This is an optimization exercise on Yosys and OpenROAD, whose aim is small area, a short achievable clock period and few clock cycles, not a production implementation.
In this exercise RTL edits were held to simulation tests only and were not proved equivalent to the original.
Power is estimated from default activity; no workload was simulated.

==> job 1233 <==
==> flow/design.v <==
module ang_track (
    input  wire        clk,
    input  wire        rst,             
    input  wire        load,
    input  wire [63:0] load_angle,
    input  wire [63:0] load_speed,
    input  wire [47:0] load_t,
    input  wire [15:0] load_k,
    input  wire [15:0] cfg_ppr,
    input  wire [3:0]  cfg_kp,
    input  wire [3:0]  cfg_ks,
    input  wire        cmd_valid,
    output wire        cmd_ready,
    input  wire        cmd_epoch,       
    input  wire [47:0] cmd_t,
    output reg         res_valid,
    output wire [63:0] res_angle,
    output wire [31:0] res_speed
);
    reg [63:0] theta;
    reg [63:0] spd;
    reg [47:0] tt;
    reg [15:0] k;
    reg [15:0] bhi;         
    reg [63:0] pub;
    reg [15:0] ppr;
    reg [3:0]  kp;
    reg [3:0]  ks;
    reg [47:0] pitch;       
    reg        st_idle, st_pset, st_pdiv, st_sub, st_set, st_run;
    reg        t_mul;       
    reg        t_pred;      
    reg        t_diff;      
    reg        t_shift;     
    reg        t_upd;       
    reg        t_cmp;       
    reg        p_div;       
    reg        p_shift;     
    reg        p_add;       
    reg        th_done;     
    reg        p_done;      
    reg        ep;
    reg        rsel;        
    reg        gt;          
    reg [47:0] dt;          
    reg [79:0] acc;         
    reg [4:0]  mi;          
    reg        b_neg, b_two, b_zero;    
    reg [64:0] qd;          
    reg [47:0] rm;          
    reg [3:0]  s8;          
    reg [5:0]  dn;          
    reg        dv_fin;      
    reg [15:0] rs;          
    reg [47:0] qm;          
    reg [4:0]  sn;          
    reg        sd_busy;
    reg [3:0]  sc;          
    reg [3:0]  sk;          
    wire fin = st_run && (th_done || t_upd || t_cmp) && (p_done || op_add);
    assign cmd_ready = st_idle || fin;
    assign res_angle = rsel ? (gt ? acc[79:16] : pub) : theta;
    assign res_speed = spd[47:16];
    wire ld_ok  = st_idle || st_pset || st_pdiv;
    wire accept = cmd_valid && cmd_ready && !load;
    wire [16:0] k1     = {1'b0, k} + 17'd1;
    wire        wrap   = !(k1 < {1'b0, ppr});
    wire [15:0] kn     = wrap ? 16'd0 : k1[15:0];
    wire [15:0] bn     = wrap ? bhi + 16'd1 : bhi;
    function [6:0] blen64(input [63:0] v);
        integer i;
        begin
            blen64 = 7'd0;
            for (i = 0; i < 64; i = i + 1)
                if (v[i]) blen64 = i + 1;
        end
    endfunction
    wire [6:0] p_len  = blen64({48'd0, ppr});
    wire       p_pow2 = ((ppr & (ppr - 16'd1)) == 16'd0);
    wire [6:0] bn_len = st_pset ? 7'd49 : 7'd65 - p_len + {6'd0, p_pow2};
    wire [6:0] bd_len = blen64({16'd0, dt});
    wire [7:0] zq     = 8'd63 + {1'b0, bd_len} - {1'b0, bn_len};
    wire [3:0] s8_set = (bd_len == 7'd0) ? 4'd0 :
                        (zq[7:3] >= 5'd8) ? 4'd8 : {1'b0, zq[5:3]};
    wire [5:0] dn_set = 6'd32 - {s8_set, 2'd0};
    wire [49:0] dtx    = {1'b0, dt, 1'b0};
    function [2:0] field(input [49:0] v, input [4:0] j);
        integer i;
        begin
            field = 3'd0;
            for (i = 0; i < 25; i = i + 1)
                if (j == i) field = v[2*i +: 3];
        end
    endfunction
    wire [4:0]  mtop   = bd_len[5:1];       
    wire [4:0]  fidx   = (st_set ? mtop : mi) - 5'd1;
    wire [2:0]  fnext  = field(dtx, fidx);
    wire        top2   = bd_len[0] && fnext[2] && (mtop != 5'd0);
    wire op_diff = t_diff && !sd_busy;
    wire op_sub  = p_div && dv_fin && (th_done || t_shift);
    wire op_add  = p_add && !t_upd;
    wire [64:0] b_mag  = b_zero ? 65'd0 : b_two ? {spd, 1'b0} : {1'b0, spd};
    wire [79:0] b_term = {15'd0, b_mag} ^ {80{b_neg}};
    wire [63:0] meas   = {bhi, qm};
    wire        cin_hi = t_cmp || op_sub || st_sub;
    wire [63:0] x_hi = ({64{t_mul}}            & acc[77:14]) |
                       ({64{t_pred || t_cmp}}  & acc[79:16]) |
                       ({64{t_upd}}            & ~acc[79:16]) |
                       ({64{op_diff}}          & ~meas) |
                       ({64{op_sub || op_add}} & qd[63:0]) |
                       ({64{st_sub}}           & {16'd0, dt});
    wire [15:0] x_lo = {16{t_mul}} & {acc[13:0], 2'b00};
    wire [63:0] y_hi = ({64{t_mul}}                      & b_term[79:16]) |
                       ({64{t_pred || op_diff || t_upd}} & theta) |
                       ({64{t_cmp}}                      & ~pub) |
                       ({64{op_sub}}                     & ~spd) |
                       ({64{op_add}}                     & spd) |
                       ({64{st_sub}}                     & {16'hFFFF, ~tt});
    wire [15:0] y_lo = t_mul ? b_term[15:0] : {16{cin_hi}};
    wire        cin  = (t_mul && b_neg) || cin_hi;
    wire [80:0] sum  = {1'b0, x_hi, x_lo} + {1'b0, y_hi, y_lo} + {80'd0, cin};
    wire [63:0] s_hi = sum[79:16];
    wire        cout = sum[80];
    wire [51:0] d_rr   = {2'b00, rm, qd[63:62]};
    wire [51:0] d_n1   = ~{4'd0, dt};
    wire [51:0] d_n2   = ~{3'd0, dt, 1'b0};
    wire [51:0] d_t1   = d_rr + d_n1 + 52'd1;
    wire [51:0] d_t2   = d_rr + d_n2 + 52'd1;
    wire [51:0] d_cs   = d_rr ^ d_n1 ^ d_n2;
    wire [51:0] d_cc   = {(d_rr[50:0] & d_n1[50:0]) | (d_rr[50:0] & d_n2[50:0]) |
                          (d_n1[50:0] & d_n2[50:0]), 1'b0};
    wire [51:0] d_t3   = d_cs + d_cc + 52'd2;
    wire [1:0]  d_q    = !d_t3[51] ? 2'd3 : !d_t2[51] ? 2'd2 :
                         !d_t1[51] ? 2'd1 : 2'd0;
    wire [47:0] d_r2   = !d_t3[51] ? d_t3[47:0] : !d_t2[51] ? d_t2[47:0] :
                         !d_t1[51] ? d_t1[47:0] : d_rr[47:0];
    wire [16:0] s_sh1  = {rs, 1'b0};
    wire [17:0] s_df1  = {1'b0, s_sh1} - {2'b00, ppr};
    wire        s_f1   = !s_df1[17];
    wire [15:0] s_r1   = s_f1 ? s_df1[15:0] : s_sh1[15:0];
    wire [16:0] s_sh2  = {s_r1, 1'b0};
    wire [17:0] s_df2  = {1'b0, s_sh2} - {2'b00, ppr};
    wire        s_f2   = !s_df2[17];
    wire [15:0] s_r2   = s_f2 ? s_df2[15:0] : s_sh2[15:0];
    always @(posedge clk) begin
        if (sn != 5'd0) begin
            rs <= s_r2;
            qm <= {qm[45:0], s_f1, s_f2};
            sn <= sn - 5'd1;
            if (sn == 5'd1)
                sd_busy <= 1'b0;
        end
        if (st_pdiv || st_run) begin
            if (s8 != 4'd0) begin
                rm <= {rm[39:0], qd[63:56]};
                qd <= {qd[64], qd[55:0], 8'd0};
                s8 <= s8 - 4'd1;
                if (s8 == 4'd1 && dn == 6'd0)
                    dv_fin <= 1'b1;
            end else if (dn != 6'd0) begin
                rm <= d_r2;
                qd <= {qd[64], qd[61:0], d_q};
                dn <= dn - 6'd1;
                if (dn == 6'd1)
                    dv_fin <= 1'b1;
            end
        end
        if (res_valid && rsel && gt)
            pub <= acc[79:16];
        res_valid <= 1'b0;
        if (st_sub) begin
            dt     <= s_hi[47:0];               
            if (!ep)
                tt <= dt;
            st_sub <= 1'b0;
            st_set <= 1'b1;
        end
        if (st_pset) begin
            rs      <= kn;
            sn      <= 5'd24;
            sd_busy <= 1'b1;
            rm      <= 48'd0;
            s8      <= s8_set;
            dn      <= dn_set;
            dv_fin  <= 1'b0;
            st_pset <= 1'b0;
            st_pdiv <= 1'b1;
        end
        if (st_pdiv && dv_fin) begin
            pitch   <= qd[47:0];
            st_pdiv <= 1'b0;
            st_idle <= 1'b1;
        end
        if (st_set) begin
            acc    <= (bd_len == 7'd0) ? 80'd0 :
                      top2 ? {15'd0, spd, 1'b0} : {16'd0, spd};
            mi     <= fidx;
            b_neg  <= fnext[2] && !(fnext[1] && fnext[0]);
            b_two  <= (fnext == 3'b011) || (fnext == 3'b100);
            b_zero <= (fnext == 3'b000) || (fnext == 3'b111);
            if (mtop == 5'd0)
                t_pred <= 1'b1;
            else
                t_mul  <= 1'b1;
            th_done <= 1'b0;
            p_done  <= ep;
            rm     <= 48'd0;
            dv_fin <= 1'b0;
            if (ep) begin
                s8 <= 4'd0;
                dn <= 6'd0;
            end else begin
                s8    <= s8_set;
                dn    <= dn_set;
                p_div <= 1'b1;
            end
            st_set <= 1'b0;
            st_run <= 1'b1;
        end
        if (t_mul) begin
            acc    <= sum[79:0];
            mi     <= fidx;
            b_neg  <= fnext[2] && !(fnext[1] && fnext[0]);
            b_two  <= (fnext == 3'b011) || (fnext == 3'b100);
            b_zero <= (fnext == 3'b000) || (fnext == 3'b111);
            if (mi == 5'd0) begin
                t_mul  <= 1'b0;
                t_pred <= 1'b1;
            end
        end
        if (t_pred) begin
            acc[79:16] <= s_hi;
            t_pred     <= 1'b0;
            if (ep)
                t_cmp  <= 1'b1;
            else begin
                theta  <= s_hi;
                t_diff <= 1'b1;
            end
        end
        if (op_diff) begin
            acc[79:16] <= s_hi;
            sc         <= kp;
            t_diff     <= 1'b0;
            if (kp == 4'd0)
                t_upd   <= 1'b1;
            else
                t_shift <= 1'b1;
            rs      <= kn;
            sn      <= 5'd24;
            sd_busy <= 1'b1;
        end
        if (t_shift) begin
            acc[79:16] <= {acc[79], acc[79:17]};
            sc         <= sc - 4'd1;
            if (sc == 4'd1) begin
                t_shift <= 1'b0;
                t_upd   <= 1'b1;
            end
        end
        if (t_upd) begin
            theta   <= s_hi;
            t_upd   <= 1'b0;
            th_done <= 1'b1;
        end
        if (t_cmp) begin
            gt      <= cout;
            t_cmp   <= 1'b0;
            th_done <= 1'b1;
        end
        if (op_sub) begin
            qd    <= {~spd[63] ^ cout, s_hi};
            sk    <= ks;
            p_div <= 1'b0;
            if (ks == 4'd0)
                p_add   <= 1'b1;
            else
                p_shift <= 1'b1;
        end
        if (p_shift) begin
            if (sk[3:2] != 2'd0) begin
                qd <= {{4{qd[64]}}, qd[64:4]};
                sk <= sk - 4'd4;
            end else begin
                qd <= {qd[64], qd[64:1]};
                sk <= sk - 4'd1;
            end
            if (sk == 4'd4 || sk == 4'd1) begin
                p_shift <= 1'b0;
                p_add   <= 1'b1;
            end
        end
        if (op_add) begin
            spd    <= s_hi;
            p_add  <= 1'b0;
            p_done <= 1'b1;
        end
        if (fin) begin
            res_valid <= 1'b1;
            rsel      <= ep;
            st_run    <= 1'b0;
            st_idle   <= 1'b1;
        end
        if (accept) begin
            ep      <= cmd_epoch;
            dt      <= cmd_t;
            qd      <= {1'b0, pitch, 16'd0};
            st_idle <= 1'b0;
            st_sub  <= 1'b1;
            if (!cmd_epoch) begin
                k   <= kn;
                bhi <= bn;
            end
        end
        if (load && ld_ok) begin
            theta   <= load_angle;
            pub     <= load_angle;
            spd     <= load_speed;
            tt      <= load_t;
            k       <= load_k;
            bhi     <= load_angle[63:48];
            ppr     <= cfg_ppr;
            kp      <= cfg_kp;
            ks      <= cfg_ks;
            dt      <= {32'd0, cfg_ppr};
            qd      <= {1'b0, 64'h0001_0000_0000_0000};
            st_idle <= 1'b0;
            st_pdiv <= 1'b0;
            st_pset <= 1'b1;
        end
        if (rst) begin
            st_idle   <= 1'b1;
            st_pset   <= 1'b0;
            st_pdiv   <= 1'b0;
            st_sub    <= 1'b0;
            st_set    <= 1'b0;
            st_run    <= 1'b0;
            t_mul     <= 1'b0;
            t_pred    <= 1'b0;
            t_diff    <= 1'b0;
            t_shift   <= 1'b0;
            t_upd     <= 1'b0;
            t_cmp     <= 1'b0;
            p_div     <= 1'b0;
            p_shift   <= 1'b0;
            p_add     <= 1'b0;
            res_valid <= 1'b0;
            sn        <= 5'd0;
            sd_busy   <= 1'b0;
        end
    end
endmodule
==> flow/run.sh <==
#!/bin/bash
# synth_recipe.tcl (not shown) runs the flow's synth.tcl, then flattens the netlist and writes it again
# the make line also repeats each setting of config.mk as NAME=value (left out here)
make -C /OpenROAD-flow-scripts/flow DESIGN_CONFIG=/design/flow/config.mk WORK_HOME=/design/flow/orfs CLKGATE_MAP_FILE= SYNTH_SCRIPT=/design/flow/synth_recipe.tcl finish
==> flow/config.mk <==
export PLATFORM = sky130hd
export DESIGN_NAME = ang_track
export DESIGN_NICKNAME = ang_track
export VERILOG_FILES = /design/flow/design.v
export SDC_FILE = /design/flow/constraint.sdc
export NUM_CORES = 4
export LEC_CHECK = 0
export CAP_MARGIN = 20
export CORE_MARGIN = 2
export CORE_UTILIZATION = 40
export SETUP_SLACK_MARGIN = 4
export SLEW_MARGIN = 20
==> flow/constraint.sdc <==
create_clock -name core_clock -period 10.0 [get_ports {clk}]
set_input_delay 2.0000 -clock core_clock [delete_from_list [all_inputs] [get_ports {clk}]]
set_output_delay 2.0000 -clock core_clock [all_outputs]
set_load 0.01 [all_outputs]
==> inputs of job 3487, as changes to job 1233 <==
--- a/flow/design.v
+++ b/flow/design.v
@@ -27,7 +27,7 @@
     reg [3:0]  kp;
     reg [3:0]  ks;
     reg [47:0] pitch;       
-    reg        st_idle, st_pset, st_pdiv, st_sub, st_set, st_run;
+    reg        st_idle, st_pset, st_pdiv, st_set, st_run;
     reg        t_mul;       
     reg        t_pred;      
     reg        t_diff;      
@@ -37,10 +37,7 @@
     reg        p_div;       
     reg        p_shift;     
     reg        p_add;       
-    reg        th_done;     
-    reg        p_done;      
     reg        ep;
-    reg        rsel;        
     reg        gt;          
     reg [47:0] dt;          
     reg [79:0] acc;         
@@ -57,12 +54,11 @@
     reg        sd_busy;
     reg [3:0]  sc;          
     reg [3:0]  sk;          
-    wire fin = st_run && (th_done || t_upd || t_cmp) && (p_done || op_add);
-    assign cmd_ready = st_idle || fin;
-    assign res_angle = rsel ? (gt ? acc[79:16] : pub) : theta;
+    assign cmd_ready = st_idle;
+    assign res_angle = ep ? (gt ? acc[79:16] : pub) : theta;
     assign res_speed = spd[47:16];
     wire ld_ok  = st_idle || st_pset || st_pdiv;
-    wire accept = cmd_valid && cmd_ready && !load;
+    wire accept = cmd_valid && st_idle && !load;
     wire [16:0] k1     = {1'b0, k} + 17'd1;
     wire        wrap   = !(k1 < {1'b0, ppr});
     wire [15:0] kn     = wrap ? 16'd0 : k1[15:0];
@@ -97,25 +93,26 @@
     wire [2:0]  fnext  = field(dtx, fidx);
     wire        top2   = bd_len[0] && fnext[2] && (mtop != 5'd0);
     wire op_diff = t_diff && !sd_busy;
-    wire op_sub  = p_div && dv_fin && (th_done || t_shift);
-    wire op_add  = p_add && !t_upd;
+    wire th_busy = t_mul || t_pred || op_diff || t_upd || t_cmp;
+    wire op_sub  = p_div && dv_fin && !th_busy;
+    wire op_add  = p_add && !th_busy;
     wire [64:0] b_mag  = b_zero ? 65'd0 : b_two ? {spd, 1'b0} : {1'b0, spd};
     wire [79:0] b_term = {15'd0, b_mag} ^ {80{b_neg}};
     wire [63:0] meas   = {bhi, qm};
-    wire        cin_hi = t_cmp || op_sub || st_sub;
+    wire        cin_hi = t_cmp || op_sub || st_idle;
     wire [63:0] x_hi = ({64{t_mul}}            & acc[77:14]) |
                        ({64{t_pred || t_cmp}}  & acc[79:16]) |
                        ({64{t_upd}}            & ~acc[79:16]) |
                        ({64{op_diff}}          & ~meas) |
                        ({64{op_sub || op_add}} & qd[63:0]) |
-                       ({64{st_sub}}           & {16'd0, dt});
+                       ({64{st_idle}}          & {16'd0, cmd_t});
     wire [15:0] x_lo = {16{t_mul}} & {acc[13:0], 2'b00};
     wire [63:0] y_hi = ({64{t_mul}}                      & b_term[79:16]) |
                        ({64{t_pred || op_diff || t_upd}} & theta) |
                        ({64{t_cmp}}                      & ~pub) |
                        ({64{op_sub}}                     & ~spd) |
                        ({64{op_add}}                     & spd) |
-                       ({64{st_sub}}                     & {16'hFFFF, ~tt});
+                       ({64{st_idle}}                    & {16'hFFFF, ~tt});
     wire [15:0] y_lo = t_mul ? b_term[15:0] : {16{cin_hi}};
     wire        cin  = (t_mul && b_neg) || cin_hi;
     wire [80:0] sum  = {1'b0, x_hi, x_lo} + {1'b0, y_hi, y_lo} + {80'd0, cin};
@@ -142,6 +139,9 @@
     wire [17:0] s_df2  = {1'b0, s_sh2} - {2'b00, ppr};
     wire        s_f2   = !s_df2[17];
     wire [15:0] s_r2   = s_f2 ? s_df2[15:0] : s_sh2[15:0];
+    wire th_fin = !(t_mul || t_pred || t_diff || t_shift || t_upd || t_cmp) ||
+                  t_upd || t_cmp;
+    wire p_fin  = !(p_div || p_shift || p_add) || op_add;
     always @(posedge clk) begin
         if (sn != 5'd0) begin
             rs <= s_r2;
@@ -165,15 +165,20 @@
                     dv_fin <= 1'b1;
             end
         end
-        if (res_valid && rsel && gt)
+        if (res_valid && ep && gt)
             pub <= acc[79:16];
         res_valid <= 1'b0;
-        if (st_sub) begin
-            dt     <= s_hi[47:0];               
-            if (!ep)
-                tt <= dt;
-            st_sub <= 1'b0;
-            st_set <= 1'b1;
+        if (st_idle && accept) begin
+            ep      <= cmd_epoch;
+            dt      <= s_hi[47:0];              
+            qd      <= {1'b0, pitch, 16'd0};
+            st_idle <= 1'b0;
+            st_set  <= 1'b1;
+            if (!cmd_epoch) begin
+                tt  <= cmd_t;
+                k   <= kn;
+                bhi <= bn;
+            end
         end
         if (st_pset) begin
             rs      <= kn;
@@ -202,8 +207,6 @@
                 t_pred <= 1'b1;
             else
                 t_mul  <= 1'b1;
-            th_done <= 1'b0;
-            p_done  <= ep;
             rm     <= 48'd0;
             dv_fin <= 1'b0;
             if (ep) begin
@@ -259,14 +262,12 @@
             end
         end
         if (t_upd) begin
-            theta   <= s_hi;
-            t_upd   <= 1'b0;
-            th_done <= 1'b1;
+            theta <= s_hi;
+            t_upd <= 1'b0;
         end
         if (t_cmp) begin
-            gt      <= cout;
-            t_cmp   <= 1'b0;
-            th_done <= 1'b1;
+            gt    <= cout;
+            t_cmp <= 1'b0;
         end
         if (op_sub) begin
             qd    <= {~spd[63] ^ cout, s_hi};
@@ -291,27 +292,14 @@
             end
         end
         if (op_add) begin
-            spd    <= s_hi;
-            p_add  <= 1'b0;
-            p_done <= 1'b1;
+            spd   <= s_hi;
+            p_add <= 1'b0;
         end
-        if (fin) begin
+        if (st_run && th_fin && p_fin) begin
             res_valid <= 1'b1;
-            rsel      <= ep;
             st_run    <= 1'b0;
             st_idle   <= 1'b1;
         end
-        if (accept) begin
-            ep      <= cmd_epoch;
-            dt      <= cmd_t;
-            qd      <= {1'b0, pitch, 16'd0};
-            st_idle <= 1'b0;
-            st_sub  <= 1'b1;
-            if (!cmd_epoch) begin
-                k   <= kn;
-                bhi <= bn;
-            end
-        end
         if (load && ld_ok) begin
             theta   <= load_angle;
             pub     <= load_angle;
@@ -332,7 +320,6 @@
             st_idle   <= 1'b1;
             st_pset   <= 1'b0;
             st_pdiv   <= 1'b0;
-            st_sub    <= 1'b0;
             st_set    <= 1'b0;
             st_run    <= 1'b0;
             t_mul     <= 1'b0;
==> comparison table <==
Run status: job 3487 complete, no violations; job 1233 complete, no violations
Fmax achieved: job 3487 169 MHz; job 1233 162 MHz
Detailed-routing wirelength on met1: job 3487 96800 um; job 1233 106000 um
Cell Int Power: job 3487 11100 uW; job 1233 9320 uW
Worst endpoint required time: job 3487 10.44 ns; job 1233 10.40 ns
WHS Endpoint: job 3487 qm[28]; job 1233 qm[41]
Switching share of power: job 3487 0.483; job 1233 0.450
Total iterations of the first detailed-routing run: job 3487 9; job 1233 13
Sw Pwr: job 3487 10400 uW; job 1233 7620 uW
Power dissipated in the clock network: job 3487 3330 uW; job 1233 3520 uW
Synthesized-area fraction occupied by ao, oa, aoi and oai cells: job 3487 0.236; job 1233 0.257
Hold_ws: job 3487 0.455 ns; job 1233 0.461 ns
Sequential share of power: job 3487 0.235; job 1233 0.266
Seq power: job 3487 5040 uW; job 1233 4510 uW
Proportion of synthesized area in mux cells: job 3487 0.0448; job 1233 0.0450
Inserted Clock Buffers: job 3487 85; job 1233 88
Met1 Usage GRT: job 3487 0.414; job 1233 0.462
Met2 Track Usage GR: job 3487 0.491; job 1233 0.549
Top-area cell type share of the netlist area: job 3487 0.279; job 1233 0.278
Antenna diode count: job 3487 1; job 1233 10
Simple-gate portion of the synthesized area: job 3487 0.190; job 1233 0.171
Floorplan die height: job 3487 383 um; job 1233 383 um
Sequential fraction of the synthesis area: job 3487 0.337; job 1233 0.337
CTS sink count: job 3487 699; job 1233 703
Testbench counts of job 1233, summed over its fixed seeds: cycles 117,583.
Testbench counts of job 3487, summed over its fixed seeds: cycles 117,487.

-- what the ideal ports hide --
Ports are ideal in the flow. The routed layouts listed here were re-timed in OpenROAD. Step 1: set_driving_cell puts a clkbuf_16 on clk and a buf_2 on each other input, an assumption about the parent block. Step 2 times the ports against the registers' clock, not the clock port: input delays grow and output delays shrink by t, the midpoint of the rising clock arrivals with the driver on. a / b / c = no drivers / after step 1 / after step 2; a / b = the first two.
run | t, ns | slack for setup (ns) | worst register clock-pin slew, ns | pins driven straight from the clock port
job 1233 | 0.800 | 3.845 / 3.845 / 3.845 | 0.07 / 0.07 | 1
job 3487 | 0.770 | 4.096 / 4.096 / 3.410 | 0.07 / 0.07 | 1
After both steps every run listed still meets setup and hold. For job 3487, which loses most, drivers alone change the setup slack by 0.000 ns; drivers and shift together by -0.686 ns.
